Source: an optimization exercise on an open RTL-to-GDS flow (aim: small area, a short achievable clock period and few clock cycles). Production flows keep margins and buffers that such runs may drop.
In this exercise RTL edits were held to simulation tests only and were not proved equivalent to the original.
Power and IR drop assume default switching activity.

--- flow/flow/run.sh ---
#!/bin/bash
# The standard layout, with the port buffers made from plain buffers
# (sky130_fd_sc_hd__buf_2) instead of the delay buffers buffer_ports picks
# by default. Every input and output port still gets its own buffer.
set -e
export BUFFER_PORTS_ARGS="-buffer_cell sky130_fd_sc_hd__buf_2"
bash standard.sh > standard.log 2>&1
--- flow/standard.sh ---
#!/bin/bash
# synth_recipe.tcl (not shown) runs the flow's synth.tcl, then flattens the netlist and writes it again
# the make line also repeats each setting of config.mk as NAME=value (left out here)
make -C /OpenROAD-flow-scripts/flow DESIGN_CONFIG=/design/flow/config.mk WORK_HOME=/design/flow/orfs CLKGATE_MAP_FILE= SYNTH_SCRIPT=/design/flow/synth_recipe.tcl "${@:-finish}"
--- flow/config.mk ---
export PLATFORM = sky130hd
export DESIGN_NAME = mxquant
export DESIGN_NICKNAME = mxquant
export VERILOG_FILES = /design/flow/design.v
export SDC_FILE = /design/flow/constraint.sdc
export NUM_CORES = 4
export LEC_CHECK = 0
export CAP_MARGIN = 50
export CORE_MARGIN = 2
export CORE_UTILIZATION = 40
export CTS_CLUSTER_DIAMETER = 120
export CTS_CLUSTER_SIZE = 25
export SETUP_SLACK_MARGIN = 1.5
export SLEW_MARGIN = 70
--- flow/constraint.sdc ---
create_clock -name core_clock -period 24.0 [get_ports {clk}]
set_input_delay 4.8000 -clock core_clock [delete_from_list [all_inputs] [get_ports {clk}]]
set_output_delay 4.8000 -clock core_clock [all_outputs]
set_load 0.01 [all_outputs]
--- flow/design.v ---
module mx_lane (
    input  wire               clk,
    input  wire [31:0]        x,       
    input  wire [1:0]         el2,     
    input  wire signed [10:0] mk2,     
    input  wire signed [10:0] tn2,
    input  wire signed [10:0] ts2,
    input  wire [1:0]         el3,     
    input  wire [2:0]         rnd3,    
    input  wire [15:0]        u,       
    output reg  [7:0]         code,    
    output reg                f_sat    
);
    reg [31:0] p1_x;
    always @(posedge clk) p1_x <= x;
    wire        s    = p1_x[31];
    wire        inf  = p1_x[30:23] == 8'hFF;
    wire        sub  = p1_x[30:23] == 8'h00;
    wire [22:0] fm   = inf ? 23'h7F_FFFF : p1_x[22:0];
    wire [23:0] raw  = {!sub, fm};
    wire [7:0]  ee   = sub ? 8'd1 : inf ? 8'hFE : p1_x[30:23];
    reg [4:0] lz, tz;    
    integer i;
    always @(*) begin
        lz = 5'd0;
        for (i = 0; i < 23; i = i + 1)
            if (p1_x[i]) lz = i[4:0];
        tz = 5'd0;
        for (i = 23; i >= 0; i = i - 1)
            if (raw[i]) tz = i[4:0];
    end
    reg [1:0] mb2;
    always @(*) begin
        case (el2)
            2'd0:    mb2 = 2'd3;
            2'd1:    mb2 = 2'd2;
            2'd2:    mb2 = 2'd1;
            default: mb2 = 2'd0;
        endcase
    end
    wire signed [10:0] tc   = mk2 - $signed({3'd0, ee});
    wire        [4:0]  pr   = sub ? lz : 5'd23;
    wire signed [10:0] pc   = $signed({6'd0, pr}) - $signed({9'd0, mb2});
    wire               nrm  = el2 != 2'd3 && (sub ? $signed({6'd0, lz}) > ts2 : $signed({3'd0, ee}) > tn2);
    wire               far  = !nrm && tc[10:6] != 5'd0;     
    wire [5:0]         rs   = nrm ? pc[5:0] : tc[5:0];
    wire [39:0]        w    = far ? 40'd0 : {raw, 16'd0} >> rs;
    wire [5:0]         tzq  = {1'b0, tz} + 6'd16;
    wire               nz   = !sub || p1_x[22:0] != 23'd0;
    wire               stk  = nz && (far || (nrm ? pc[5:0] > tzq : tc[5:0] > tzq));
    wire signed [10:0] d    = pc - tc;
    reg        p2_s, p2_inf, p2_stk;
    reg [7:0]  p2_rq;
    reg [15:0] p2_d;
    reg [4:0]  p2_base;
    always @(posedge clk) begin
        p2_s    <= s;
        p2_inf  <= inf;
        p2_stk  <= stk;
        p2_rq   <= w[23:16];
        p2_d    <= w[15:0];
        p2_base <= nrm ? d[4:0] : 5'd0;
    end
    wire        half    = p2_d[15];
    wire        below   = (|p2_d[14:0]) | p2_stk;
    wire        inexact = half | below;
    wire [16:0] dsum    = {1'b0, p2_d} + {1'b0, u};
    reg up;
    always @(*) begin
        case (rnd3)
            3'd0: up = half & (below | p2_rq[0]);
            3'd1: up = half;
            3'd2: up = 1'b0;
            3'd3: up = inexact & ~p2_s;
            3'd4: up = inexact & p2_s;
            3'd5: up = dsum[16];
            default: up = 1'b0;
        endcase
    end
    wire       is_int = el3 == 2'd3;
    reg  [7:0] bs, sgnb;
    always @(*) begin
        case (el3)
            2'd0:    begin bs = {p2_base, 3'd0};       sgnb = {p2_s, 7'd0}; end
            2'd1:    begin bs = {1'b0, p2_base, 2'd0}; sgnb = {p2_s, 7'd0}; end
            2'd2:    begin bs = {2'b0, p2_base, 1'd0}; sgnb = {4'd0, p2_s, 3'd0}; end
            default: begin bs = 8'd0;                  sgnb = 8'd0; end
        endcase
    end
    wire       neg = is_int & p2_s;
    wire [8:0] sum = {1'b0, neg ? ~p2_rq : p2_rq} + {1'b0, bs} + {8'd0, up ^ neg};
    reg ovf;
    always @(*) begin
        case (el3)
            2'd0:    ovf = sum > 9'h07E;
            2'd1:    ovf = sum > 9'h07B;
            default: ovf = sum > 9'h007;
        endcase
    end
    wire [7:0] maxbits = (el3 == 2'd0) ? 8'h7E : (el3 == 2'd1) ? 8'h7B : 8'h07;
    always @(*) begin
        f_sat = p2_inf;
        if (is_int) begin
            if (!p2_s && up && p2_rq[6:0] == 7'h7F) begin code = 8'h7F; f_sat = 1'b1; end
            else                                          code = sum[7:0];
        end else if (ovf) begin
            code = sgnb | maxbits; f_sat = 1'b1;
        end else begin
            code = sgnb | sum[7:0];
        end
    end
endmodule
module mxquant (
    input  wire         clk,
    input  wire         rst,           
    input  wire         in_valid,
    output wire         in_ready,
    input  wire [127:0] in_x,          
    input  wire [7:0]   in_fmt,        
    input  wire [2:0]   in_round,
    input  wire         in_sat,
    input  wire         seed_load,
    input  wire [31:0]  seed,
    output reg          out_valid,
    output reg  [31:0]  out_e,         
    output reg  [7:0]   out_scale,
    output reg  [3:0]   out_sat
);
    localparam LANES = 4;
    reg [2:0] ph;           
    reg [2:0] in_cnt;       
    reg       rdy;          
    reg       emit;         
    reg       v0, f0, l0;   
    reg [4:0] conv;         
    assign in_ready = rdy;
    wire accept   = in_valid && rdy;
    wire rdy_next = !seed_load && conv <= 5'd1 && (accept || ph + 3'd1 == in_cnt);
    always @(posedge clk) begin
        if (rst) begin
            ph     <= 3'd0;
            in_cnt <= 3'd0;
            rdy    <= 1'b1;
            emit   <= 1'b0;
            v0     <= 1'b0;
            f0     <= 1'b0;
            l0     <= 1'b0;
            conv   <= 5'd0;
        end else begin
            ph    <= ph + 3'd1;
            if (accept) in_cnt <= in_cnt + 3'd1;
            rdy   <= rdy_next;
            v0    <= accept;
            f0    <= accept && in_cnt == 3'd0;
            l0    <= accept && in_cnt == 3'd7;
            if (ph == 3'd7) emit <= accept && in_cnt == 3'd7;
            if (seed_load)         conv <= 5'd26;
            else if (conv != 5'd0) conv <= conv - 5'd1;
        end
    end
    reg [127:0] r0, r1, r2, r3, r4, r5, r6, r7;
    wire        wr = ph == in_cnt;
    always @(posedge clk) begin
        r0 <= wr ? in_x : r7;
        r1 <= r0; r2 <= r1; r3 <= r2; r4 <= r3; r5 <= r4; r6 <= r5; r7 <= r6;
    end
    reg [1:0] cfg_el;
    reg [2:0] cfg_round;
    reg       cfg_sat;
    always @(posedge clk)
        if (accept) begin
            cfg_el    <= in_fmt[1:0];
            cfg_round <= in_round;
            cfg_sat   <= in_sat;
        end
    function [7:0] efld(input [31:0] v);    
        efld = (v[30:23] == 8'hFF) ? 8'hFE : v[30:23];
    endfunction
    function [7:0] max8(input [7:0] a, input [7:0] b);
        max8 = (a > b) ? a : b;
    endfunction
    reg  [3:0] emax;
    always @(*) begin
        case (cfg_el)
            2'd0:    emax = 4'd8;
            2'd1:    emax = 4'd15;
            2'd2:    emax = 4'd2;
            default: emax = 4'd0;
        endcase
    end
    reg       beat_nan, beat_inf;
    integer b;
    always @(*) begin
        beat_nan = 1'b0; beat_inf = 1'b0;
        for (b = 0; b < LANES; b = b + 1)
            if (r0[32*b+30 -: 8] == 8'hFF) begin
                if (r0[32*b +: 23] != 23'd0) beat_nan = 1'b1;
                else                         beat_inf = 1'b1;
            end
    end
    reg  [7:0] acc_max;
    reg        acc_nan, acc_inf;
    wire [7:0] mold = f0 ? {4'd0, emax} : acc_max;
    wire [7:0] cand [0:4];
    assign cand[0] = r0[30:23];
    assign cand[1] = r0[62:55];
    assign cand[2] = r0[94:87];
    assign cand[3] = r0[126:119];
    assign cand[4] = mold;
    reg  [7:0] mraw;
    reg        win;
    integer ci, cj;
    always @(*) begin
        mraw = 8'd0;
        for (ci = 0; ci < 5; ci = ci + 1) begin
            win = 1'b1;
            for (cj = 0; cj < 5; cj = cj + 1)
                if (cj < ci)      win = win & (cand[ci] >  cand[cj]);
                else if (cj > ci) win = win & (cand[ci] >= cand[cj]);
            mraw = mraw | (cand[ci] & {8{win}});
        end
    end
    wire [7:0] mfin = (mraw == 8'hFF) ? 8'hFE : mraw;
    always @(posedge clk)
        if (v0) begin
            acc_max <= mfin;
            acc_nan <= beat_nan | (acc_nan & ~f0);
            acc_inf <= beat_inf | (acc_inf & ~f0);
        end
    reg signed [6:0] kk, kn, ks;
    always @(*) begin
        case (cfg_el)
            2'd0:    begin kk = 7'sd6;  kn = -7'sd14; ks = 7'sd8;  end
            2'd1:    begin kk = -7'sd8; kn = -7'sd29; ks = -7'sd7; end
            2'd2:    begin kk = 7'sd20; kn = -7'sd2;  ks = 7'sd20; end
            default: begin kk = 7'sd17; kn = -7'sd6;  ks = 7'sd16; end
        endcase
    end
    reg [1:0]         el2, el3;
    reg [2:0]         rnd2, rnd3;
    reg               nan2, nan3;
    reg [7:0]         m2, xb3;
    reg [3:0]         emax2;
    reg signed [10:0] mk2, tn2, ts2;
    always @(posedge clk) begin
        if (l0) begin
            el2   <= cfg_el;
            rnd2  <= cfg_round;
            nan2  <= acc_nan | beat_nan | ((acc_inf | beat_inf) & ~cfg_sat);
            m2    <= mfin;
            emax2 <= emax;
            mk2   <= $signed({3'd0, mfin}) + kk;
            tn2   <= $signed({3'd0, mfin}) + kn;
            ts2   <= $signed({3'd0, mfin}) + ks;
        end
        el3  <= el2;
        rnd3 <= rnd2;
        nan3 <= nan2;
        xb3  <= m2 - {4'd0, emax2};
    end
    reg v1, v2;
    always @(posedge clk) begin
        if (rst) begin
            v1 <= 1'b0; v2 <= 1'b0;
        end else begin
            v1 <= emit; v2 <= v1;
        end
    end
    function [31:0] lfsr_step(input [31:0] g);
        lfsr_step = g[0] ? ((g >> 1) ^ 32'h8020_0003) : (g >> 1);
    endfunction
    function [31:0] gen_sq(input [31:0] h);
        begin
            gen_sq[0] = ^(h & 32'h04210001);
            gen_sq[1] = ^(h & 32'h04210000);
            gen_sq[2] = ^(h & 32'h0C630002);
            gen_sq[3] = ^(h & 32'h08420000);
            gen_sq[4] = ^(h & 32'h18C60004);
            gen_sq[5] = ^(h & 32'h10840000);
            gen_sq[6] = ^(h & 32'h318C0008);
            gen_sq[7] = ^(h & 32'h21080000);
            gen_sq[8] = ^(h & 32'h63180010);
            gen_sq[9] = ^(h & 32'h42100000);
            gen_sq[10] = ^(h & 32'hC6300020);
            gen_sq[11] = ^(h & 32'h84200000);
            gen_sq[12] = ^(h & 32'h8C600040);
            gen_sq[13] = ^(h & 32'h08400000);
            gen_sq[14] = ^(h & 32'h18C00080);
            gen_sq[15] = ^(h & 32'h10800000);
            gen_sq[16] = ^(h & 32'h31800100);
            gen_sq[17] = ^(h & 32'h21000000);
            gen_sq[18] = ^(h & 32'h63000200);
            gen_sq[19] = ^(h & 32'h42000000);
            gen_sq[20] = ^(h & 32'hC6000400);
            gen_sq[21] = ^(h & 32'h84000000);
            gen_sq[22] = ^(h & 32'h88210800);
            gen_sq[23] = ^(h & 32'h08000000);
            gen_sq[24] = ^(h & 32'h10421000);
            gen_sq[25] = ^(h & 32'h10000000);
            gen_sq[26] = ^(h & 32'h20842000);
            gen_sq[27] = ^(h & 32'h20000000);
            gen_sq[28] = ^(h & 32'h41084000);
            gen_sq[29] = ^(h & 32'h40000000);
            gen_sq[30] = ^(h & 32'h82108000);
            gen_sq[31] = ^(h & 32'h80000000);
        end
    endfunction
    function [63:0] gen_u(input [31:0] h);
        begin
            gen_u[0] = ^(h & 32'h70793275);
            gen_u[1] = ^(h & 32'h912344B5);
            gen_u[2] = ^(h & 32'h3023CFDC);
            gen_u[3] = ^(h & 32'h40A060A8);
            gen_u[4] = ^(h & 32'h2ABBBA10);
            gen_u[5] = ^(h & 32'h77358938);
            gen_u[6] = ^(h & 32'h70406367);
            gen_u[7] = ^(h & 32'hEFE7FF1F);
            gen_u[8] = ^(h & 32'h31E9D066);
            gen_u[9] = ^(h & 32'h735D2675);
            gen_u[10] = ^(h & 32'h9C30BF39);
            gen_u[11] = ^(h & 32'h5B26F188);
            gen_u[12] = ^(h & 32'hB03FC37D);
            gen_u[13] = ^(h & 32'hCC16FF91);
            gen_u[14] = ^(h & 32'h32EBBFC8);
            gen_u[15] = ^(h & 32'h98E80C71);
            gen_u[16] = ^(h & 32'h93CB226F);
            gen_u[17] = ^(h & 32'h34EF357E);
            gen_u[18] = ^(h & 32'hA78FCB4B);
            gen_u[19] = ^(h & 32'hA17A3304);
            gen_u[20] = ^(h & 32'h5D54785D);
            gen_u[21] = ^(h & 32'hAEDB3289);
            gen_u[22] = ^(h & 32'h33127118);
            gen_u[23] = ^(h & 32'h89E925D1);
            gen_u[24] = ^(h & 32'hD6371781);
            gen_u[25] = ^(h & 32'h18129170);
            gen_u[26] = ^(h & 32'hA5F04E31);
            gen_u[27] = ^(h & 32'h5F03D201);
            gen_u[28] = ^(h & 32'hE7CDC245);
            gen_u[29] = ^(h & 32'hA44386D1);
            gen_u[30] = ^(h & 32'h2702A748);
            gen_u[31] = ^(h & 32'hD41EA04C);
            gen_u[32] = ^(h & 32'h4071A821);
            gen_u[33] = ^(h & 32'h89CCA749);
            gen_u[34] = ^(h & 32'h0F2238D1);
            gen_u[35] = ^(h & 32'h875808A1);
            gen_u[36] = ^(h & 32'h902A35A8);
            gen_u[37] = ^(h & 32'hF8AFB840);
            gen_u[38] = ^(h & 32'h94445531);
            gen_u[39] = ^(h & 32'hB3C22711);
            gen_u[40] = ^(h & 32'hB1E0690D);
            gen_u[41] = ^(h & 32'hD0055B6D);
            gen_u[42] = ^(h & 32'hA081F504);
            gen_u[43] = ^(h & 32'h85796D68);
            gen_u[44] = ^(h & 32'hA6D52A09);
            gen_u[45] = ^(h & 32'h66539D21);
            gen_u[46] = ^(h & 32'h245A1F61);
            gen_u[47] = ^(h & 32'hC2F31F41);
            gen_u[48] = ^(h & 32'h4460B3EE);
            gen_u[49] = ^(h & 32'h62E60D91);
            gen_u[50] = ^(h & 32'hED7CF131);
            gen_u[51] = ^(h & 32'h8AA34974);
            gen_u[52] = ^(h & 32'h1D896750);
            gen_u[53] = ^(h & 32'hEDEFBCE1);
            gen_u[54] = ^(h & 32'h48863190);
            gen_u[55] = ^(h & 32'h284C07E9);
            gen_u[56] = ^(h & 32'hB9DF1929);
            gen_u[57] = ^(h & 32'h0ED98711);
            gen_u[58] = ^(h & 32'h82DCE5A1);
            gen_u[59] = ^(h & 32'h2BA908F1);
            gen_u[60] = ^(h & 32'hDAFC7A24);
            gen_u[61] = ^(h & 32'hE6D4D315);
            gen_u[62] = ^(h & 32'hAACA6774);
            gen_u[63] = ^(h & 32'h48054F40);
        end
    endfunction
    reg [31:0] h;
    reg [63:0] ureg;
    always @(posedge clk) begin
        if (rst)
            h <= 32'h0000_0001;
        else if (seed_load)
            h <= seed;
        else if (conv != 5'd0)
            h <= gen_sq(h);
        else if (v1 && rnd2 == 3'd5)
            h <= lfsr_step(h);
        ureg <= gen_u(h);
    end
    wire [31:0] codes;
    wire [3:0]  sats;
    genvar l;
    generate
        for (l = 0; l < LANES; l = l + 1) begin : lane
            mx_lane u_lane (
                .clk   (clk),
                .x     (r7[32*l +: 32]),
                .el2   (el2),
                .mk2   (mk2),
                .tn2   (tn2),
                .ts2   (ts2),
                .el3   (el3),
                .rnd3  (rnd3),
                .u     (ureg[16*l +: 16]),
                .code  (codes[8*l +: 8]),
                .f_sat (sats[l])
            );
        end
    endgenerate
    always @(posedge clk) begin
        if (rst)
            out_valid <= 1'b0;
        else
            out_valid <= v2;
        if (nan3) begin
            out_e     <= 32'd0;
            out_scale <= 8'hFF;
            out_sat   <= 4'd0;
        end else begin
            out_e     <= codes;
            out_scale <= xb3;
            out_sat   <= sats;
        end
    end
endmodule
==> impl.org, run 1 <==
** GRT
- Global routing used 35.6% of the available met2 tracks.
- Most Used Layer, Global Route :: met2
- GR Layer Usage met1 :: 32.0%
- After global routing the overflow that remains totals 0.
- Wire length of the first global-routing pass :: 281000 um
- Global routing used 3.14% of the available met3 tracks.
- The via count of the first global-routing pass is 44897.
- Entering global routing, the biggest net connects 70 pins.
- Initial antenna violation count :: 13
- Across every metal layer, demand over resource in global routing totals 22.6%.

** Floorplan
- 222 I/O pins were placed.
- The core region is 0.157 mm^2.
- The die is 401 um wide.
- The floorplan has 145 rows.
- The initial utilization of the core area, before any placement, comes to 40.4%.
- The die covers 0.161 mm^2.
- The die is 401 um tall.

** STA
- At the pin with the least slew margin, the transition time is 0.462 ns.
- Based on the critical path, the design can be clocked at up to 165 MHz.
- Period utilisation layout :: 25.2%
- Number of setup violations in the final report :: 0
- Post-route minimum period :: 6.05 ns
- Final setup TNS :: 0 ns
- Normalized max-slew margin :: 69.1%
- Fin Clk Skew :: 0.0378 ns
- RSZ-0062 raised after global routing :: false
- The hold violation count in the final report was 0.
- The final-report max-slew violation count was 0.

** Drt
- Dividing the detail-routed wire length by the instance count gives 22.3 um.
- Number of iterations in the first detailed-routing pass :: 6
- The final layout contains routed wiring with a total length of 188000 um.
- Post-route DRC violation count :: 0
- In this run the remaining antenna-violating nets after routing total 0.
- After detailed routing, the number of vias per cell comes to 5.60.
- The detailed router finished its first iteration with 4548 violations.
- Vias after detailed routing :: 47127

** Setup path
- Together, buffers and inverters on the worst path number 1.
- Broken down by cell family, the worst path's largest delay share belongs to flip-flops.
- Data on the critical path arrives at its endpoint at 1.25 ns.
- Number of cells on the worst reg-to-reg path :: 26
- In this run the number of cells on the critical path is 1.
- In this run the critical register-to-register path is captured at mk2[9].
- Worst reg2reg startpoint :: cfg_el[0]
- Slowest Stage Delay on Critical Path :: 0.39 ns
- The worst setup path is captured at an output pin.
- In this run the worst setup path begins at out_sat[0].
- Master of the slowest instance on the critical path :: dfxtp_1
- Of all nets on the critical path, the largest fanout is 1.
- Data required time of the critical path :: 19.20 ns
- Critical path type :: reg -> out
- Kind of start point of the critical path :: flip-flop
- The critical path goes through buf_2.
- Endpoint of the worst setup timing path :: out_sat[0]
- Worst-case register-to-register setup slack :: 18.09 ns

** Outcome
- The flow ran to the end and the layout has no timing, DRC or antenna violations.

** Synthesis
- EDFF count, synth :: 62
- For this run, asynchronously set or reset flops after synthesis account for 0%.
- In the synthesized netlist the dominant register cell turns out to be dfxtp_1.
- Of the post-synthesis cell area, the dominant cell type holds 46.0%.
- Yosys printed 2 warnings.
- Biggest area consumer among synthesized cells :: dfxtp_1
- A synthesized cell averages 10.2 um^2.
- Summing every instance area after synthesis gives 0.0632 mm^2.
- Counting every instance in the synthesized netlist gives 6185.
- The share of the Yosys chip area taken by registers is 49.0%.
- After synthesis, the netlist uses 124 different library cells.
- Counting flops and latches in the post-synthesis netlist gives 1515.
- When the netlist entered floorplanning its net count stood at 6736.
- Leading cell types by total area after synthesis :: dfxtp_1, ha_1, xnor2_1

** Place
- The wire-length estimate of the detail-placed layout is 142000 um.
- The congestion estimate from routability-driven global placement came to 0.952.
- Once placement completed, the tool counted placed cells totaling 8298.
- Input/output buffers :: 215
- Summing all placed instances gives a cell area of 0.0691 mm^2.

** Cells and area
- Compared with the post-synthesis result, the final layout area differs by 14.0%.
- Cells with a size suffix above 1 make up 17.7% of the layout.
- Measured on the finished design, the core utilization comes to 46.0%.
- Final Cell Area :: 0.0720 mm^2
- In the layout the commonest cells are dfxtp_1, xnor2_1, nand2_1.
- The finished layout holds 8411 standard cells, fillers aside.
- In the final design database the tool counted 6876 nets.
- Leading cell type in the layout, fill and taps excluded :: dfxtp_1

** CTS
- Clock Sinks :: 1515
- Counting the buffers created by CTS gives 76.
- Number of buffers inserted by post-CTS setup repair :: 0
- Clock transition at path regs :: 0.10 ns
- Post-cts gate resize count :: 0
- The later pin in the worst-skew pair is clocked with a latency of 0.73 ns.
- Max H-tree Level :: 3
- Clock buffer depth :: 3
- For this design, the CTS-stage hold fixing added 0 buffers.
- Clock tree synthesis selected as its root buffer the cell clkbuf_16.
- TritonCTS built the clock tree.

** Hold path
- The path class of the tightest hold or removal check is reg -> reg.
- Number of cells on the worst hold path :: 0

** Pwr
- Summed over all cells, the static leakage comes to 29.1 nW.
- Total power density per cell area :: 128 mW/mm^2
- Worst IR drop on VDD :: 0.0579 mV

** Flow run
- The tool flagged a number of max-cap violations equal to 0.
## cell usage after synthesis (73+ instances only)
cell type	instances
xor2_1	134
a21o_1	92
nand2_1	388
nor3_1	157
mux2i_1	104
a211oi_1	90
inv_1	265
xnor2_1	447
clkbuf_1	235
nor4_1	77
o21ai_0	209
dfxtp_1	1453
a21oi_1	282
nor2_1	340
nand4_1	73
nand3_1	130
ha_1	357
mux2_2	153
## cell families after synthesis
family / synth area share, %
xor gates and xnor gates: 8.13
AOI/OAI and AO/OA: 15.2
adders and majority gates: 7.64
buffers and inverters: 3.75
DFF: 49.0
and+or+nand+nor: 11.6
muxes: 4.68
## worst register-to-register path, delay by kind of cell, from the launching register on
| family | cells | cell delay [ns] |
|---|---|---|
| compound gates | 13 | 2.18 |
| xor+xnor | 1 | 0.13 |
| fa+ha+maj | 3 | 0.81 |
| buf+inv | 2 | 0.41 |
| flops | 1 | 0.48 |
| mux | 1 | 0.34 |
| simple gates | 6 | 1.31 |
## where the power goes
part / internal, W / total [W] / leakage [nW] / switching [W]
registers: 0.00337 / 0.00391 / 12.8 / 0.000539
clock network: 0.000607 / 0.00142 / 1.08 / 0.000817
logic: 0.00162 / 0.00388 / 15.2 / 0.00226
total: 0.00560 / 0.00922 / 29.1 / 0.00362
## metrics by stage
step           power, W  setup WS, ns  hold slack [ns]
2_1_floorplan   0.00629         18.12            0.310
3_3_place_gp    0.00742         17.47            0.310
3_5_place_dp    0.00772         17.73            0.312
4_1_cts         0.00918         17.88            0.304
5_1_grt         0.00977         17.71            0.324
6_report        0.00922         17.95            0.305
## metal layers
metal	vias up	wire length, um
li1	22255	-
met1	22735	86100
met2	1782	83700
met3	347	12000
met4	8	5860
met5	-	48
## layout make-up
class	instances	area [um^2]
well taps	2058	2570
inverters	272	1030
repair buffers	386	2390
clock buffers	84	1960
clock inverters	18	260
fillers	14549	84600
flip-flops and latches	1515	31000
diodes	4	10.0
multi-input cells	4074	32700
## flip-flops by register name (all words and copies together) (netlist names), 9 cells and up
name                 count
r4                     128
r5                     128
r3                     128
lane.u_lane.p2_d        64
h                       32
r0                     128
r2                     128
lane.u_lane.p1_x       128
tn2                      9
out_e                   32
lane.u_lane.p2_base     20
r1                     128
mk2                     10
ts2                     10
r6                     128
ureg                    64
lane.u_lane.p2_rq       32
r7                     128
## how the worst min path moves through the flow
| stage | startpoint | end |
|---|---|---|
| after detailed placement | r1[122] | r2[122] |
| final | r3[26] | r4[26] |
| after floorplan | lane[0].u_lane.p1_x[31] | lane[0].u_lane.p2_s |
| after global placement | r4[57] | r5[57] |
| after CTS | r3[26] | r4[26] |
| after global routing | r5[26] | r6[26] |
Testbench counts, summed over its fixed seeds: cycles 96,088.
==> run 2: changes to the inputs <==
--- a/flow/design.v
+++ b/flow/design.v
@@ -136,3 +136,4 @@
     assign in_ready = rdy;
-    wire accept   = in_valid && rdy;
+    wire wr       = ph == in_cnt;
+    wire accept   = in_valid && wr && conv == 5'd0;    
     wire rdy_next = !seed_load && conv <= 5'd1 && (accept || ph + 3'd1 == in_cnt);
@@ -161,3 +162,2 @@
     reg [127:0] r0, r1, r2, r3, r4, r5, r6, r7;
-    wire        wr = ph == in_cnt;
     always @(posedge clk) begin
==> run 2 against run 1 <==
  * Critical path type unchanged
  * Highest routed layer unchanged
  * Sequential share of layout area grew 1.5 points
  * Non-clock buffer count down 34
  * Worst hold slack worse by 0.0020 ns
  * Largest power group unchanged
  * Core utilization shrank 0.80 points
  * Via count is 5.4% lower
  * Synthesized cell count shrank 3.5%
  * Clock-buffer cell count fell by 2
  * Sequential cell count unchanged
==> impl.org, run 2 <==
** Outcome
- The flow ran to the end and the layout has no timing, DRC or antenna violations.

** Cells and area
- Proportion of layout cells with a drive suffix above 1 :: 16.5% (-1.2 points)
- Leading cell type in the layout, fill and taps excluded :: dfxtp_1
- Final Cell Area :: 0.0696 mm^2 (-3.3%)
- Signed area change from the synthesized netlist to the final layout :: 12.2%
- The post-layout net count came to 6667 (-3.0%).
- The library cells used most frequently in the layout, excluding fill and tap cells, are dfxtp_1, xnor2_1, nor2_1.

** Synthesis
- In the synthesized netlist the dominant register cell turns out to be dfxtp_1.
- The net count of the mapped netlist was 6522 (-3.2%).
- In the synthesized netlist, the cells that appear most often are dfxtp_1, xnor2_1, nor2_1.
- After synthesis, the cell types taking the most area are dfxtp_1, ha_1, xnor2_1.
- Fraction of synthesized cell area taken by the top area cell type :: 46.9% (+0.83 points)
- The flip-flop and latch count after synthesis came to 1515 (unchanged).
- Of all cell types, the one taking the most synthesized area is dfxtp_1.
- Proportion of synthesized flip-flops having asynchronous set or reset :: 0% (unchanged)
- Sequential share of the synthesized area :: 49.9% (+0.88 points)
- Most common cell in the netlist :: dfxtp_1
- The area of the mapped netlist is 0.0621 mm^2 (-1.8%).
- Post-Syn Area per Cell :: 10.4 um^2 (+1.8%)
- The total of warnings raised by yosys came to 2 (unchanged).
- EDFF count, synth :: 62 (unchanged)
- The number of unique standard cell types used by synthesis came to 127 (+2.4%).
- Number of cells produced by synthesis :: 5971 (-3.5%)

** GRT
- Grt ovf :: 0 (unchanged)
- Wire length of the first global-routing pass :: 265000 um (-5.9%)
- Via count of the first global-routing pass :: 42874 (-4.5%)
- The largest net degree at the start of global routing was 71 (+1.4%).
- The combined global-route utilization of all metal layers was 21.8% (-0.78 points).
- Initial antenna violation count :: 11 (-2)

** Place
- Area after detailed placement :: 0.0670 mm^2 (-3.1%)
- GP Congestion :: 0.970 (+1.9%)
- The sum of net half-perimeters after detailed placement was 135000 um (-4.9%).
- The count of port buffers added during placement is 215 (unchanged).

** CTS
- Clock Sinks :: 1515 (unchanged)
- Clock buffer depth :: 3 (unchanged)
- The number of buffers added for setup after CTS came to 0 (unchanged).
- TritonCTS built the clock tree.
- The insertion delay to the later sink of the worst-skew pair came to 0.74 ns (about the same).
- Max H-tree Level :: 3 (unchanged)
- The number of buffers inserted by hold repair at cts was 0 (unchanged).
- The total CTS buffers was 74 (-2.6%).
- Clock tree synthesis selected as its root buffer the cell clkbuf_16.
- Clock transition at path regs :: 0.09 ns (about the same)
- Post-cts gate resize count :: 0 (unchanged)

** Hold path
- Worst Hold Class :: reg -> reg

** STA
- The post-layout minimum cycle time came to 6.00 ns (-0.0433 ns).
- Fin Clk Skew :: 0.0508 ns (+0.0131 ns)
- Normalized max-slew margin :: 66.9% (-2.3 points)
- Period utilisation layout :: 25.0% (-0.18 points)
- The aggregate negative setup slack came to 0 ns (unchanged).
- Final Slew Violations :: 0 (unchanged)
- Maximum operating frequency :: 167 MHz (+0.72%)
- Number of setup violations in the final report :: 0 (unchanged)
- RSZ-0062 raised after global routing :: false
- The measured slew at the worst slew-check pin was 0.492 ns (+0.0293 ns).
- The hold violation count in the final report came to 0 (unchanged).

** Setup path
- The maximum net fanout on the critical path came to 1 (unchanged).
- The worst setup path is launched from a flip-flop.
- Critical path buffer and inverter count :: 1 (unchanged)
- The data required time of the worst path is 19.20 ns (about the same).
- Type of destination of the critical path :: output pin
- Arrival time worst endpoint :: 1.20 ns (-0.05 ns)
- Slowest Stage Delay on Critical Path :: 0.35 ns (-0.04 ns)
- Critical-path cell list :: buf_2
- Master of the slowest instance on the critical path :: dfxtp_1
- Critical path type :: reg -> out
- Broken down by cell family, the worst path's largest delay share belongs to flip-flops.

** Floorplan
- Die boundary height :: 398 um (-0.88%)
- Die Span X :: 398 um (-0.88%)
- The starting density of the core came to 40.3% (-0.062 points).
- Total Die Area :: 0.158 mm^2 (-1.7%)
- Number of placement rows :: 144 (-0.69%)
- Core Footprint :: 0.154 mm^2 (-1.6%)
- The count of boundary I/O pins came to 222 (unchanged).

** Pwr
- The maximum resistive drop on vdd is 0.0522 mV (-9.8%).
- The power density of the placed cells is 120 mW/mm^2 (-6.1%).
- The leakage power summed over all cells was 28.4 nW (-2.5%).

** Drt
- Antenna-violating nets left :: 0 (unchanged)
- Post-route DRC violation count :: 0 (unchanged)
- The wire length per cell came to 21.6 um (-3.1%).
- Drt first-iter violations :: 3828 (-16%)
- The routed via count was 44601 (-5.4%).
- The routed wire length came to 177000 um (-5.7%).
- The via count normalized by instance count was 5.45 (-2.8%).
- The count of TritonRoute iterations in the first routing pass was 8 (+2).

** Flow run
- # Max-Cap Violations :: 0 (unchanged)
## run 2: changes by cell type after synthesis, sizes merged, moves of 33 or more
cell / delta
clkbuf: -48
a311oi: -34
a21oi: +33
nand3: -42
nor2: +53
nand2: -88
## run 2: kinds of logic (layout without fill, tap and decap cells)
group | after synthesis | after routing | share of synthesized area [%]
AO/OA/AOI/OAI | 1232 | 1232 | 13.6
XOR/XNOR | 589 | 589 | 8.36
adder cells (fa/ha/maj) | 375 | 375 | 7.78
buffers and inverters | 552 | 720 | 3.60
flip-flops | 1515 | 1515 | 49.9
multiplexers | 321 | 321 | 5.74
other | 0 | 5 | 0
AND/OR/NAND/NOR | 1387 | 1387 | 11.0
## run 2: worst paths after layout
check / startpoint / to / slack, ns / depth (start not counted)
hold reg to reg: r1[36] / r2[36] / 0.30 / 0
hold / removal: r1[36] / r2[36] / 0.30 / 0
setup / recovery: out_e[18] / out_e[18] / 18.00 / 1
setup reg to reg: lane[2].u_lane.p1_x[3] / lane[2].u_lane.p2_d[12] / 18.26 / 23
## run 2: power by group
group	total, W	switching, W	internal, W
Combinational	0.00329	0.00190	0.00139
Sequential	0.00370	0.000454	0.00325
Clock	0.00138	0.000794	0.000584
Total	0.00837	0.00315	0.00522
## run 2: metrics by stage
step / worst slack [ns] / instances / power, W / util [%] / hold WS [ns]
after global routing: 17.87 / 8183 / 0.00885 / 45.2 / 0.313
after floorplan: 18.12 / 5971 / 0.00579 / - / 0.310
after global placement: 17.46 / 8010 / 0.00674 / 42.2 / 0.310
after CTS: 17.94 / 8173 / 0.00834 / 44.8 / 0.288
after detailed placement: 17.65 / 8074 / 0.00693 / 43.5 / 0.312
final: 18.00 / 8188 / 0.00837 / 45.2 / 0.303
## run 2: layer usage
metal / part of all wire (%) / global-route usage [%]
met5: 0.015 / 0
met4: 3.1 / 6.47
met3: 6.5 / 3.22
met2: 44 / 34.5
met1: 46 / 30.7
## run 2: area by class of cell
type,count,area (um^2)
diodes,5,12.5
clock buffers,82,1900
clock inverters,17,199
fillers,14507,84400
inverters,269,1020
multi-input cells,3904,30700
flip-flops and latches,1515,31000
well taps,2044,2560
repair buffers,352,2150
Testbench counts of run 2, summed over its fixed seeds: cycles 96,088.
==> run 3: changes to the inputs <==
--- a/flow/config.mk
+++ b/flow/config.mk
@@ -7,3 +7,3 @@
 export LEC_CHECK = 0
-export CAP_MARGIN = 50
+export CAP_MARGIN = 40
 export CORE_MARGIN = 2
@@ -13,2 +13,2 @@
 export SETUP_SLACK_MARGIN = 1.5
-export SLEW_MARGIN = 70
+export SLEW_MARGIN = 60
==> run 3 against run 2 <==
  * Synthesized cell count did not move
  * Total power is 1.4% lower
  * Sequential power about the same
  * Critical endpoint is now mk2[8]
  * Wire length decreased by 0.36%
  * Global-route usage about the same
  * Sequential share of layout area up 0.91 points
  * Area after synthesis unchanged
  * Clock skew shrank 0.019 ns
  * Sequential cell count stayed put
  * Setup slack got worse by 0.052 ns
==> impl.org, run 3 <==
** Setup path
- The maximum net fanout on the critical path came to 9 (+8).
- The most numerous cell type found on the critical path is inv_1.
- Crit path max-delay family :: compound AO/OA/AOI/OAI gates
- Critical path buffer and inverter count :: 6 (+5)
- The data required time of the worst path was 24.49 ns (+5.29 ns).
- The startpoint identified for the worst register-to-register timing path is cfg_el[1].
- Number of cells on the worst reg-to-reg path :: 27 (+17%)
- Slowest Stage Delay on Critical Path :: 0.47 ns (+0.12 ns)
- The slowest stage of the critical path belongs to the cell edfxtp_1.
- Logic depth of the worst path, buffers included :: 27 (+26)
- Arrival time worst endpoint :: 6.54 ns (+5.34 ns)
- The worst setup path is launched from a flip-flop.
- Critical path type :: reg -> reg
- Timing startpoint of the critical path :: cfg_el[1]
- Type of destination of the critical path :: flip-flop

** Synthesis
- The flip-flop and latch count after synthesis came to 1515 (unchanged).
- In the post-synthesis netlist, the cell with the most instances is dfxtp_1.
- Number of cells produced by synthesis :: 5971 (unchanged)
- The net count of the mapped netlist came to 6522 (unchanged).
- Ranked by instance count, the synthesized netlist is headed by dfxtp_1, xnor2_1, nor2_1.
- Sequential share of the synthesized area :: 49.9% (unchanged)
- Ys flop type :: dfxtp_1
- Fraction of synthesized cell area taken by the top area cell type :: 46.9% (unchanged)
- The area of the mapped netlist came to 0.0621 mm^2 (unchanged).
- EDFF count, synth :: 62 (unchanged)
- The share of synthesized registers carrying an async set or reset came to 0% (unchanged).
- Post-Syn Area per Cell :: 10.4 um^2 (unchanged)
- Of all cell types, the one taking the most synthesized area is dfxtp_1.
- Leading cell types by total area after synthesis :: dfxtp_1, ha_1, xnor2_1
- Number of warnings issued by yosys :: 2 (unchanged)
- The number of unique standard cell types used by synthesis was 127 (unchanged).

** Floorplan
- Boundary pin count :: 222 (unchanged)
- Starting density of the core :: 40.3% (unchanged)
- Number of placement rows :: 144 (unchanged)
- Core Footprint :: 0.154 mm^2 (unchanged)
- The overall die width is 398 um (unchanged).
- The total die area is 0.158 mm^2 (unchanged).
- Die boundary height :: 398 um (unchanged)

** GRT
- Via count of the first global-routing pass :: 42199 (-1.6%)
- Wire length of the first global-routing pass :: 264000 um (-0.23%)
- The global route total overflow came to 0 (unchanged).
- Initial antenna violation count :: 8 (-3)
- The combined global-route utilization of all metal layers is 21.8% (-0.022 points).
- Pin count of the biggest net entering global routing :: 71 (unchanged)

** Cells and area
- Proportion of layout cells with a drive suffix above 1 :: 13.3% (-3.2 points)
- The core utilization of the finished layout was 44.2% (-0.97 points).
- Leaving out fill and tap cells, the most frequent cell in the layout is dfxtp_1.
- Most frequent cells in the layout :: dfxtp_1, xnor2_1, nor2_1
- From synthesis to final layout, the design area changed by 9.73%.
- Final-stage net count :: 6613 (-0.81%)
- Final Cell Area :: 0.0681 mm^2 (-2.2%)

** Hold path
- Startpoint of the worst hold path :: r1[4]
- Worst Hold Class :: reg -> reg
- Number of cells on the worst hold path :: 0 (unchanged)

** Pwr
- Leakage :: 27.9 nW (-1.7%)
- The share of total power in the clock network was 16.9% (+0.4 points).
- Sequential fraction of design power :: 44.7% (+0.5 points)
- Final Total Pwr :: 0.00825 W (-1.4%)
- The power density of the placed cells was 121 mW/mm^2 (+0.77%).
- The maximum resistive drop on vdd is 0.0604 mV (+16%).
- The switching power of the nets was 0.00309 W (-1.9%).
- The internal power of the cells came to 0.00516 W (-1.1%).
- Proportion of power drawn by combinational gates :: 38.4% (-0.9 points)
- The net switching fraction of the power came to 37.4% (-0.18 points).

** Drt
- The wire length per cell came to 21.7 um (+0.32%).
- Antenna-violating nets left :: 0 (unchanged)
- Drt first-iter violations :: 3909 (+2.1%)
- The via count normalized by instance count was 5.45 (about the same).
- The count of TritonRoute iterations in the first routing pass is 6 (-2).
- The number of remaining DRC errors is 0 (unchanged).
- The routed wire length came to 176000 um (-0.36%).
- The routed via count was 44330 (-0.61%).

** STA
- The aggregate negative setup slack came to 0 ns (unchanged).
- The highest clock rate was 165 MHz (-0.87%).
- The post-layout minimum cycle time is 6.06 ns (+0.0524 ns).
- The remaining max-slew budget at the tightest pin was 57.0% (-9.9 points).
- Final worst slack :: 17.94 ns (-0.0524 ns)
- The final clock period utilization by the worst path was 25.2% (+0.22 points).
- The hold violation count in the final report is 0 (unchanged).
- Final Slew Violations :: 0 (unchanged)
- Fin Clk Skew :: 0.0320 ns (-0.0188 ns)
- Setup repair after global routing left no endpoint under its margin.
- Slew at the pin closest to its max-slew limit :: 0.641 ns (+0.149 ns)
- The setup violation total in the final timing report was 0 (unchanged).

** CTS
- Clock transition at path regs :: 0.10 ns (about the same)
- The number of buffers inserted by hold repair at cts is 0 (unchanged).
- The insertion delay to the later sink of the worst-skew pair was 0.74 ns (about the same).
- Number of buffers inserted by post-CTS setup repair :: 0 (unchanged)
- Clock tree from TritonCTS :: done
- Clock buffer depth :: 3 (unchanged)
- The post-cts gate resize count came to 0 (unchanged).
- Buffer cell driving the clock tree root :: clkbuf_16
- Clock Sinks :: 1515 (unchanged)
- The total CTS buffers is 74 (unchanged).
- Max H-tree Level :: 3 (unchanged)

** Place
- The setup slack at placement was 17.57 ns (-0.0800 ns).
- Sum of net half-perimeters after detailed placement :: 133000 um (-1.0%)
- GP Congestion :: 0.970 (unchanged)
- The area of placed instances was 0.0656 mm^2 (-2.0%).
- Input/output buffers :: 215 (unchanged)

** Outcome
- Run status :: finished clean

** Flow run
- The number of max-capacitance violations reported is 0 (unchanged).
[run 3: cell count changes in the layout (fill, tap and decap cells not counted), moves of 9 or more]
cell / change
xnor2_1: +35
buf_2: -33
xnor2_2: -33
nor4_1: +16
nor2_1: +15
dfxtp_4: -14
nor4_2: -14
dfxtp_1: +12
xor2_1: +12
nor2_2: -11
nor3_1: +10
mux2i_1: +9
mux2i_2: -9
[run 3: power by group through the flow]
stage / clock (W) / sequential, W / combinational [W]
floorplan: 0 / 0.00349 / 0.00230
global placement: 0 / 0.00372 / 0.00302
detailed placement: 0 / 0.00374 / 0.00308
CTS: 0.00145 / 0.00369 / 0.00311
global route: 0.00154 / 0.00376 / 0.00344
finish: 0.00140 / 0.00369 / 0.00317
[run 3: kinds of logic (layout without fill, tap and decap cells)]
family / count (synthesis) / after routing / synth area share [%]
flops: 1515 / 1515 / 49.9
fa+ha+maj: 375 / 375 / 7.78
simple gates: 1387 / 1387 / 11.0
xor+xnor: 589 / 589 / 8.36
compound gates: 1232 / 1232 / 13.6
other cells: 0 / 4 / 0
mux: 321 / 321 / 5.74
buf+inv: 552 / 665 / 3.60
[run 3: path summary, 6_finish.rpt]
check        endpoint  slack, ns
max reg2reg    mk2[8]      17.94
min reg2reg     r2[4]       0.31
max            mk2[8]      17.94
min             r2[4]       0.31
[run 3: cell type report]
class	count	area (um^2)
diodes	4	10.0
clock buffers	83	1930
clock inverters	15	225
fillers	14585	85900
inverters	269	1010
multi-input cells	3904	29600
flip-flops and latches	1515	31000
well taps	2044	2560
repair buffers	298	1790
[run 3: per-layer routing]
| layer | routed length (um) | global-route usage, % |
|---|---|---|
| met2 | 77600 | 34.2 |
| met1 | 82200 | 30.8 |
| met4 | 5390 | 6.41 |
| met5 | 42 | 0 |
| met3 | 11300 | 3.44 |
[run 3: through the flow]
step / cells / hold slack (ns)
floorplan: 5971 / 0.310
global placement: 8010 / 0.310
detailed placement: 8022 / 0.312
CTS: 8120 / 0.315
global route: 8128 / 0.318
finish: 8132 / 0.313
==> run 4: changes to the inputs <==
--- a/flow/design.v
+++ b/flow/design.v
@@ -13,2 +13,17 @@
 );
+    function gtu(input [15:0] a, input [15:0] b);
+        reg g, e;
+        integer n;
+        begin
+            g = 1'b0; e = 1'b1;
+            for (n = 15; n >= 0; n = n - 1) begin
+                g = g | (e & a[n] & ~b[n]);
+                e = e & ~(a[n] ^ b[n]);
+            end
+            gtu = g;
+        end
+    endfunction
+    function gts(input [10:0] a, input [10:0] b);
+        gts = gtu({5'd0, ~a[10], a[9:0]}, {5'd0, ~b[10], b[9:0]});
+    endfunction
     reg [31:0] p1_x;
@@ -43,3 +58,3 @@
     wire signed [10:0] pc   = $signed({6'd0, pr}) - $signed({9'd0, mb2});
-    wire               nrm  = el2 != 2'd3 && (sub ? $signed({6'd0, lz}) > ts2 : $signed({3'd0, ee}) > tn2);
+    wire               nrm  = el2 != 2'd3 && (sub ? gts({6'd0, lz}, ts2) : gts({3'd0, ee}, tn2));
     wire               far  = !nrm && tc[10:6] != 5'd0;     
@@ -49,3 +64,3 @@
     wire               nz   = !sub || p1_x[22:0] != 23'd0;
-    wire               stk  = nz && (far || (nrm ? pc[5:0] > tzq : tc[5:0] > tzq));
+    wire               stk  = nz && (far || (nrm ? gtu({10'd0, pc[5:0]}, {10'd0, tzq}) : gtu({10'd0, tc[5:0]}, {10'd0, tzq})));
     wire signed [10:0] d    = pc - tc;
@@ -66,3 +81,3 @@
     wire        inexact = half | below;
-    wire [16:0] dsum    = {1'b0, p2_d} + {1'b0, u};
+    wire        dcarry  = gtu(p2_d, ~u);    
     reg up;
@@ -75,3 +90,3 @@
             3'd4: up = inexact & p2_s;
-            3'd5: up = dsum[16];
+            3'd5: up = dcarry;
             default: up = 1'b0;
@@ -94,5 +109,5 @@
         case (el3)
-            2'd0:    ovf = sum > 9'h07E;
-            2'd1:    ovf = sum > 9'h07B;
-            default: ovf = sum > 9'h007;
+            2'd0:    ovf = gtu({7'd0, sum}, 16'h007E);
+            2'd1:    ovf = gtu({7'd0, sum}, 16'h007B);
+            default: ovf = gtu({7'd0, sum}, 16'h0007);
         endcase
@@ -178,4 +193,13 @@
     endfunction
-    function [7:0] max8(input [7:0] a, input [7:0] b);
-        max8 = (a > b) ? a : b;
+    function gt8(input [7:0] a, input [7:0] b);
+        reg g, e;
+        integer n;
+        begin
+            g = 1'b0; e = 1'b1;
+            for (n = 7; n >= 0; n = n - 1) begin
+                g = g | (e & a[n] & ~b[n]);
+                e = e & ~(a[n] ^ b[n]);
+            end
+            gt8 = g;
+        end
     endfunction
@@ -217,4 +241,4 @@
             for (cj = 0; cj < 5; cj = cj + 1)
-                if (cj < ci)      win = win & (cand[ci] >  cand[cj]);
-                else if (cj > ci) win = win & (cand[ci] >= cand[cj]);
+                if (cj < ci)      win = win & gt8(cand[ci], cand[cj]);
+                else if (cj > ci) win = win & ~gt8(cand[cj], cand[ci]);
             mraw = mraw | (cand[ci] & {8{win}});
==> run 4 against run 3 <==
  * Synthesized cell count decreased by 1.5%
  * Clock skew increased by 0.024 ns
  * Sequential power increased by 3%
  * Core utilization increased by 0.45 points
  * Clock-buffer cell count unchanged
  * Total power increased by 2.9%
  * Wire length increased by 3.6%
  * Cell count decreased by 1.1%
  * Critical path depth decreased by 3
  * Largest cell class unchanged
==> impl.org, run 4 <==
** Place
- Sum of net half-perimeters after detailed placement :: 137000 um (+2.8%)
- Pre-CTS setup slack :: 16.89 ns (-0.686 ns)
- GP Congestion :: 0.951 (-2.1%)
- The count of port buffers added during placement is 215 (unchanged).

** Floorplan
- Number of placement rows :: 142 (-1.4%)
- The starting density of the core is 40.3% (+0.056 points).
- Boundary pin count :: 222 (unchanged)
- The overall die width is 393 um (-1.2%).
- The core outline area is 0.150 mm^2 (-2.5%).
- Die boundary height :: 393 um (-1.2%)
- The total die area was 0.155 mm^2 (-2.4%).

** STA
- The measured slew at the worst slew-check pin is 0.639 ns (-0.00264 ns).
- Normalized max-slew margin :: 57.4% (+0.48 points)
- The setup violation total in the final timing report was 0 (unchanged).
- The final clock period utilization by the worst path came to 27.1% (+1.8 points).
- Final Slew Violations :: 0 (unchanged)
- The hold violation count in the final report came to 0 (unchanged).
- Final setup TNS :: 0 ns (unchanged)
- The highest clock rate came to 154 MHz (-6.8%).
- Post-route minimum period :: 6.50 ns (+0.443 ns)
- The final setup slack of the worst path is 17.50 ns (-0.443 ns).
- Setup repair after global routing left no endpoint under its margin.
- Fin Clk Skew :: 0.0558 ns (+0.0238 ns)

** Drt
- The routed via count was 44705 (+0.85%).
- The routed wire length is 183000 um (+3.6%).
- The number of remaining DRC errors came to 0 (unchanged).
- Avg WL per Cell :: 22.7 um (+4.8%)
- DR vias/cell :: 5.56 (+2.0%)
- Antenna-violating nets left :: 0 (unchanged)
- The count of TritonRoute iterations in the first routing pass is 6 (unchanged).
- The iteration-0 DRC count of the detailed router was 3862 (-1.2%).

** Pwr
- The net switching fraction of the power is 38.4% (+0.94 points).
- Leakage :: 26.5 nW (-5.2%)
- The part of the power in combinational logic was 38.6% (+0.2 points).
- Clock share of power :: 16.6% (-0.3 points)
- The maximum resistive drop on vdd came to 0.0648 mV (+7.3%).
- Switching power of the nets :: 0.00326 W (+5.5%)
- Sequential fraction of design power :: 44.8% (about the same)
- The internal power of the cells was 0.00523 W (+1.4%).
- The power density of the placed cells is 127 mW/mm^2 (+4.5%).

** Setup path
- The setup path with the least slack is of type reg -> reg.
- Critical path buffer and inverter count :: 2 (-4)
- Data required time of the critical path :: 24.48 ns (about the same)
- The maximum net fanout on the critical path was 15 (+6).
- The data arrival time at the worst-slack endpoint was 6.98 ns (+0.44 ns).
- Worst-case register-to-register setup slack :: 17.50 ns (-0.44 ns)
- Master of the slowest instance on the critical path :: or4bb_1
- On the critical path the largest part of the delay comes from compound AO/OA/AOI/OAI gates.
- Walking the worst path, the cells encountered are inv_1, ha_2, mux2i_1, o21ai_0, a21oi_1, maj3_1, maj3_1, o21a_1, or4bb_1, o221ai_1, and3b_1, inv_1, nand2_1, nor3_1, a41oi_1, ha_1, a21o_1, a21oi_1, o21bai_1, a21oi_1, o21bai_1, a21o_1, a21oi_1, xnor2_1.
- CP dominant cell by count :: a21oi_1
- The biggest cell delay along the critical path is 0.67 ns (+0.20 ns).
- Kind of start point of the critical path :: flip-flop
- The worst setup path is captured at a flip-flop.

** Synthesis
- The net count of the mapped netlist was 6202 (-4.9%).
- List of most frequent post-synthesis cells :: dfxtp_1, xnor2_1, nor2_1
- The share of synthesized registers carrying an async set or reset is 0% (unchanged).
- The synthesized-area fraction occupied by adder cells was 3.71% (-4.1 points).
- Cell area after technology mapping :: 0.0606 mm^2 (-2.4%)
- The mux contribution to synthesized area was 6.34% (+0.59 points).
- Leading cell types by total area after synthesis :: dfxtp_1, xnor2_1, mux2_2
- Number of cells produced by synthesis :: 5879 (-1.5%)
- Xor-xnor portion of the synthesized cell area :: 8.93% (+0.57 points)
- Biggest area consumer among synthesized cells :: dfxtp_1
- Post-synthesis simple-gate area fraction :: 11.4% (+0.35 points)
- Number of distinct standard cells referenced by the synthesized netlist :: 122 (-3.9%)
- Among all cell types in the netlist, the one instantiated most often is dfxtp_1.
- The total of warnings raised by yosys is 2 (unchanged).
- Area fraction in compound gates after synthesis :: 15.1% (+1.5 points)
- EDFF count, synth :: 62 (unchanged)
- The flip-flop and latch count after synthesis was 1515 (unchanged).
- For this run, the leading register cell type out of synthesis is dfxtp_1.
- Post-Syn Area per Cell :: 10.3 um^2 (-0.88%)
- Fraction of synthesized cell area taken by the top area cell type :: 48.0% (+1.2 points)
- Combinational family with the most area after synthesis :: compound AO/OA/AOI/OAI gates
- Sequential share of the synthesized area :: 51.1% (+1.2 points)

** CTS
- Clock tree from TritonCTS :: done
- Clock transition at path regs :: 0.11 ns (about the same)
- Clock latency reported for the late side of the worst-skew pair :: 0.75 ns (about the same)
- Clock buffer depth :: 3 (unchanged)
- Number of CTS-inserted buffers :: 75 (+1.4%)
- Buffer cell driving the clock tree root :: clkbuf_16
- Clock Sinks :: 1515 (unchanged)
- The maximum level of the CTS H-tree is 3 (unchanged).
- The post-cts gate resize count came to 0 (unchanged).
- Number of buffers inserted by post-CTS setup repair :: 0 (unchanged)
- Number of buffers added to fix hold violations after cts :: 0 (unchanged)

** GRT
- The number of antenna violations at the first check in global routing is 13 (+5).
- The global route total overflow came to 0 (unchanged).
- Via count of the first global-routing pass :: 42867 (+1.6%)
- The largest net degree at the start of global routing is 51 (-28%).
- The global-route wire length before repair was 271000 um (+2.7%).
- Total GRT Usage :: 23.1% (+1.3 points)

** Cells and area
- Signed area change from the synthesized netlist to the final layout :: 10.7%
- Most frequent cells in the layout :: dfxtp_1, xnor2_1, nor2_1
- The fraction of layout cells with a size suffix above 1 was 14.1% (+0.79 points).
- Final-stage net count :: 6319 (-4.4%)
- Leading cell type in the layout, fill and taps excluded :: dfxtp_1

** Flow run
- The number of max-capacitance violations reported was 0 (unchanged).

** Outcome
- The run finished with no timing, DRC or antenna violations.

** Hold path
- Worst Hold Class :: reg -> reg
## run 4: cell types whose count changed after synthesis, moves of 18 or more
cell       delta
a21o_1       -24
nor3_1       -66
mux2i_1      +47
o21ai_0      +44
a2111oi_0    +18
inv_1        -33
nor4_1       +18
nand2_1      +42
o22ai_1      +19
o211ai_1     +18
a221oi_1     +37
maj3_1       +27
a21oi_1      -36
ha_1        -228
## run 4: worst reg2reg max path, cell delays in order, from the launching register on
cell	delay [ns]
edfxtp_1	0.47
inv_1	0.12
ha_2	0.44
mux2i_1	0.25
o21ai_0	0.23
a21oi_1	0.11
maj3_1	0.36
maj3_1	0.41
o21a_1	0.21
or4bb_1	0.67
o221ai_1	0.29
and3b_1	0.29
inv_1	0.24
nand2_1	0.08
nor3_1	0.14
a41oi_1	0.32
ha_1	0.34
a21o_1	0.16
a21oi_1	0.22
o21bai_1	0.09
a21oi_1	0.26
o21bai_1	0.10
a21o_1	0.21
a21oi_1	0.18
xnor2_1	0.08
## run 4: kinds of logic (layout without fill, tap and decap cells)
logic type	Yosys count	in the layout
xor+xnor	616	616
other cells	0	3
simple gates	1398	1398
fa+ha+maj	174	174
mux	355	355
flops	1515	1515
buf+inv	514	655
compound gates	1307	1307
## run 4: cell type report
type / instances / area [um^2]
clock inverter: 18 / 318
multi-input combinational: 3850 / 28500
timing repair buffer: 318 / 1920
fill: 14204 / 83100
antenna: 3 / 7.51
clock buffer: 83 / 1910
sequential: 1515 / 31000
tap: 2016 / 2520
inverter: 236 / 887
## run 4: path summary, 6_finish.rpt
path | startpoint | endpoint | cells past startpoint
worst max register to register | cfg_el[1] | mk2[9] | 24
worst max-delay path | cfg_el[1] | mk2[9] | 24
worst min register to register | r4[123] | r5[123] | 0
worst min-delay path | r4[123] | r5[123] | 0
## run 4: routing by layer
metal	up-vias	part of all wire, %	GRT usage [%]
li1	21063	-	-
met5	-	0.019	0
met3	285	7.0	3.39
met4	6	3.3	7.54
met1	21657	46	32.7
met2	1694	44	35.9
## run 4: power by group through the flow
| stage | clock (W) | sequential [W] | combinational [W] |
|---|---|---|---|
| after floorplan | 0 | 0.00354 | 0.00238 |
| after global placement | 0 | 0.00382 | 0.00314 |
| after CTS | 0.00146 | 0.00380 | 0.00322 |
| final | 0.00141 | 0.00380 | 0.00328 |
| after global routing | 0.00155 | 0.00388 | 0.00352 |
| after detailed placement | 0 | 0.00385 | 0.00319 |
## run 4: per-stage QoR
step	hold WS [ns]	instances	cell area (um^2)	total power (W)	util, %
2_1_floorplan	0.310	5879	60600	0.00593	-
3_3_place_gp	0.310	7901	63600	0.00696	42.3
3_5_place_dp	0.312	7927	64500	0.00704	43.0
4_1_cts	0.301	8028	66700	0.00848	44.4
5_1_grt	0.313	8036	67000	0.00895	44.7
6_report	0.290	8039	67100	0.00849	44.7
Testbench counts of run 4, summed over its fixed seeds: cycles 96,088.
==> run 5: changes to the inputs <==
--- a/flow/config.mk
+++ b/flow/config.mk
@@ -7,3 +7,3 @@
 export LEC_CHECK = 0
-export CAP_MARGIN = 40
+export CAP_MARGIN = 50
 export CORE_MARGIN = 2
@@ -13,2 +13,2 @@
 export SETUP_SLACK_MARGIN = 1.5
-export SLEW_MARGIN = 60
+export SLEW_MARGIN = 70
==> run 5 against run 4 <==
  * Area after synthesis unchanged
  * First-iteration DRC count decreased by 3.0%
  * Die area unchanged
  * Total power increased by 1.7%
  * Cell area increased by 2.6%
  * Register-to-register slack improved by 0.12 ns
  * Sequential share of layout area decreased by 1.0 points
  * Fmax increased by 1.8%
  * Clock power about the same
  * Via count increased by 0.53%
  * Core utilization increased by 1.2 points
  * Largest cell class unchanged
  * Largest power group unchanged
==> impl.org, run 5 <==
** GRT
- The global route total overflow was 0 (unchanged).
- The largest net degree at the start of global routing came to 51 (unchanged).
- The via count of the first global-routing pass was 42929 (+0.14%).
- Total GRT Usage :: 23.1% (+0.050 points)
- Initial antenna violation count :: 7 (-6)
- The global-route wire length before repair is 272000 um (+0.34%).

** Hold path
- In this run the worst hold path is classified as reg -> reg.

** Synthesis
- Of all cell types, the one taking the most synthesized area is dfxtp_1.
- Post-Syn Area per Cell :: 10.3 um^2 (unchanged)
- Number of cells produced by synthesis :: 5879 (unchanged)
- The area of the mapped netlist is 0.0606 mm^2 (unchanged).
- Most common cell in the netlist :: dfxtp_1
- The number of unique standard cell types used by synthesis came to 122 (unchanged).
- The net count of the mapped netlist came to 6202 (unchanged).
- By count the netlist is led by dfxtp_1, xnor2_1, nor2_1.
- Ranked by total cell area, the synthesized netlist is headed by dfxtp_1, xnor2_1, mux2_2.
- The fraction of post-synthesis cell area in the top cell type by area was 48.0% (unchanged).
- Register bit total from synthesis :: 1515 (unchanged)
- The number of flops mapped to enable cells by yosys is 62 (unchanged).
- Number of warnings issued by yosys :: 2 (unchanged)
- Among all flip-flop cells after synthesis, the most frequent one is dfxtp_1.
- The sequential area share after synthesis is 51.1% (unchanged).
- The share of synthesized registers carrying an async set or reset came to 0% (unchanged).

** STA
- Number of setup violations in the final report :: 0 (unchanged)
- Maximum operating frequency :: 157 MHz (+1.8%)
- The final clock period utilization by the worst path was 26.6% (-0.48 points).
- Final hold slack :: 0.290 ns (+0.00000100 ns)
- Final worst slack :: 17.62 ns (+0.116 ns)
- Slew at the pin closest to its max-slew limit :: 0.504 ns (-0.134 ns)
- Final Slew Violations :: 0 (unchanged)
- Fin Clk Skew :: 0.0591 ns (+0.00324 ns)
- The hold violation count in the final report is 0 (unchanged).
- The post-layout minimum cycle time was 6.38 ns (-0.116 ns).
- Final setup TNS :: 0 ns (unchanged)
- Setup repair after global routing left no endpoint under its margin.
- The remaining max-slew budget at the tightest pin was 66.2% (+8.7 points).

** Cells and area
- In the layout the commonest cells are dfxtp_1, xnor2_1, nor2_1.
- Final Cell Area :: 0.0688 mm^2 (+2.6%)
- Final-stage net count :: 6382 (+1.0%)
- The core utilization of the finished layout was 45.8% (+1.2 points).
- The library cell used most frequently in the layout, excluding fill and tap cells, is dfxtp_1.
- Relative to the synthesized area, the layout overhead comes to 13.6%.
- Proportion of layout cells with a drive suffix above 1 :: 18.2% (+4.1 points)

** Drt
- The routed via count came to 44940 (+0.53%).
- The count of TritonRoute iterations in the first routing pass was 7 (+1).
- Post-route DRC violation count :: 0 (unchanged)
- Antenna-violating nets left :: 0 (unchanged)
- DR vias/cell :: 5.54 (-0.31%)
- Drt first-iter violations :: 3745 (-3.0%)
- Avg WL per Cell :: 22.5 um (-0.85%)
- The routed wire length was 183000 um (about the same).

** Floorplan
- Die boundary height :: 393 um (unchanged)
- The total die area was 0.155 mm^2 (unchanged).
- Number of placement rows :: 142 (unchanged)
- The overall die width was 393 um (unchanged).
- The core outline area was 0.150 mm^2 (unchanged).
- The count of boundary I/O pins came to 222 (unchanged).
- The starting density of the core was 40.3% (unchanged).

** Setup path
- Peak fanout along the critical path :: 15 (unchanged)
- Data required time of the critical path :: 24.46 ns (-0.02 ns)
- Slowest Stage Delay on Critical Path :: 0.67 ns (about the same)
- The setup path with the least slack is of type reg -> reg.
- The worst setup path is launched from a flip-flop.
- STA classifies the critical path endpoint as a flip-flop.
- CP dominant cell by count :: a21oi_1
- Arrival time worst endpoint :: 6.85 ns (-0.13 ns)
- Critical-path cell list :: inv_1, ha_2, mux2i_1, o21ai_0, a21oi_1, maj3_1, maj3_1, o21a_1, or4bb_1, o221ai_1, and3b_1, inv_1, nand2_1, nor3_1, a41oi_2, ha_1, a21o_1, a21oi_1, o21bai_1, a21oi_1, o21bai_1, a21o_1, a21oi_1, xnor2_1
- The slowest stage of the critical path is the or4bb_1 cell.

** CTS
- The maximum level of the CTS H-tree came to 3 (unchanged).
- The clock transition at the register clock pins on the worst setup and hold paths after CTS is 0.10 ns (about the same).
- Number of buffers added to fix hold violations after cts :: 0 (unchanged)
- Clock tree from TritonCTS :: done
- The post-cts gate resize count is 0 (unchanged).
- The total CTS buffers is 74 (-1.3%).
- The count of clock tree sinks was 1515 (unchanged).
- The number of buffers added for setup after CTS was 0 (unchanged).
- The insertion delay to the later sink of the worst-skew pair is 0.75 ns (about the same).
- The buffer levels on the longest clock path came to 3 (unchanged).
- Buffer cell driving the clock tree root :: clkbuf_16

** Pwr
- The leakage power summed over all cells came to 27.0 nW (+2.0%).
- The power density of the placed cells is 126 mW/mm^2 (-0.93%).
- The maximum resistive drop on vdd is 0.0703 mV (+8.5%).

** Place
- The area of placed instances is 0.0661 mm^2 (+2.5%).
- Pre-CTS setup slack :: 16.90 ns (+0.0105 ns)
- The count of port buffers added during placement came to 215 (unchanged).
- The global placer's final weighted congestion is 0.951 (unchanged).
- The sum of net half-perimeters after detailed placement is 138000 um (+0.89%).

** Flow run
- The number of max-capacitance violations reported is 0 (unchanged).

** Outcome
- Run status :: finished clean
run 5: cell counts after synthesis:
Identical to the previous run, type by type.
run 5: layer usage:
metal	GRT usage [%]	up-vias	wire (um)
li1	-	21204	-
met1	33.0	21863	85200
met2	36.4	1602	81000
met3	2.96	267	11300
met4	6.78	4	5260
met5	0	-	19
run 5: critical path, delay by kind of cell (launching register included):
family,cells,cell delay (ns)
compound gates,12,2.21
fa+ha+maj,4,1.50
simple gates,4,1.22
flops,1,0.47
buf+inv,2,0.35
mux,1,0.25
xor+xnor,1,0.08
run 5: final timing paths:
check	start	to	slack, ns	cells after the start
max	cfg_el[1]	mk2[9]	17.62	24
min	r4[54]	r5[54]	0.29	0
max reg2reg	cfg_el[1]	mk2[9]	17.62	24
min reg2reg	r4[54]	r5[54]	0.29	0
run 5: where the power goes:
group,total [W],switching (W),leakage [nW],internal (W)
registers,0.00383,0.000548,12.8,0.00328
clock network,0.00141,0.000805,1.07,0.000608
logic,0.00340,0.00195,13.1,0.00144
total,0.00863,0.00330,27.0,0.00533
run 5: final cells by class:
class | instances | area, um^2
Multi-Input combinational cell | 3850 | 29700
Tap cell | 2016 | 2520
Timing Repair Buffer | 382 | 2400
Fill cell | 14107 | 81300
Clock buffer | 88 | 1950
Inverter | 236 | 891
Clock inverter | 15 | 270
Antenna cell | 4 | 10.0
Sequential cell | 1515 | 31100
run 5: logic make-up after synthesis:
kind of cell | count (synthesis) | synth area share, %
and+or+nand+nor | 1398 | 11.4
xor gates and xnor gates | 616 | 8.93
muxes | 355 | 6.34
buffers and inverters | 514 | 3.45
AOI/OAI and AO/OA | 1307 | 15.1
adders and majority gates | 174 | 3.71
DFF | 1515 | 51.1
run 5: through the flow:
step | total power (W) | cells
3_5_place_dp | 0.00716 | 7993
4_1_cts | 0.00860 | 8096
5_1_grt | 0.00909 | 8102
2_1_floorplan | 0.00593 | 5879
6_report | 0.00863 | 8106
3_3_place_gp | 0.00696 | 7901

[what the ideal ports hide]
The results above use ideal ports. As a check the final layouts listed here were re-extracted and re-timed, cells and wires unchanged.
Step 1, drivers: a clkbuf_16 drives clk and a buf_2 each remaining input, both assumed.
Step 2 also shifts input and output timing later by t, the mid clock arrival at the registers, as if the neighbouring blocks saw the same clock.
a / b / c = ideal / step 1 / step 2; a / b = the first two.
run	t, ns	setup WS [ns]	slew at the worst register clock pin (ns)
run 1	0.794	17.953 / 17.872 / 17.721	0.11 / 0.11
run 2	0.785	17.996 / 17.922 / 17.599	0.11 / 0.11
run 3	0.790	17.943 / 17.934 / 17.576	0.10 / 0.10
run 4	0.800	17.500 / 17.500 / 16.833	0.12 / 0.12
run 5	0.796	17.616 / 17.616 / 16.974	0.11 / 0.11
After both steps setup and hold are still met in every run listed. The setup slack of run 4, which loses most, moves by 0.000 ns with the drivers and by -0.667 ns with both steps.
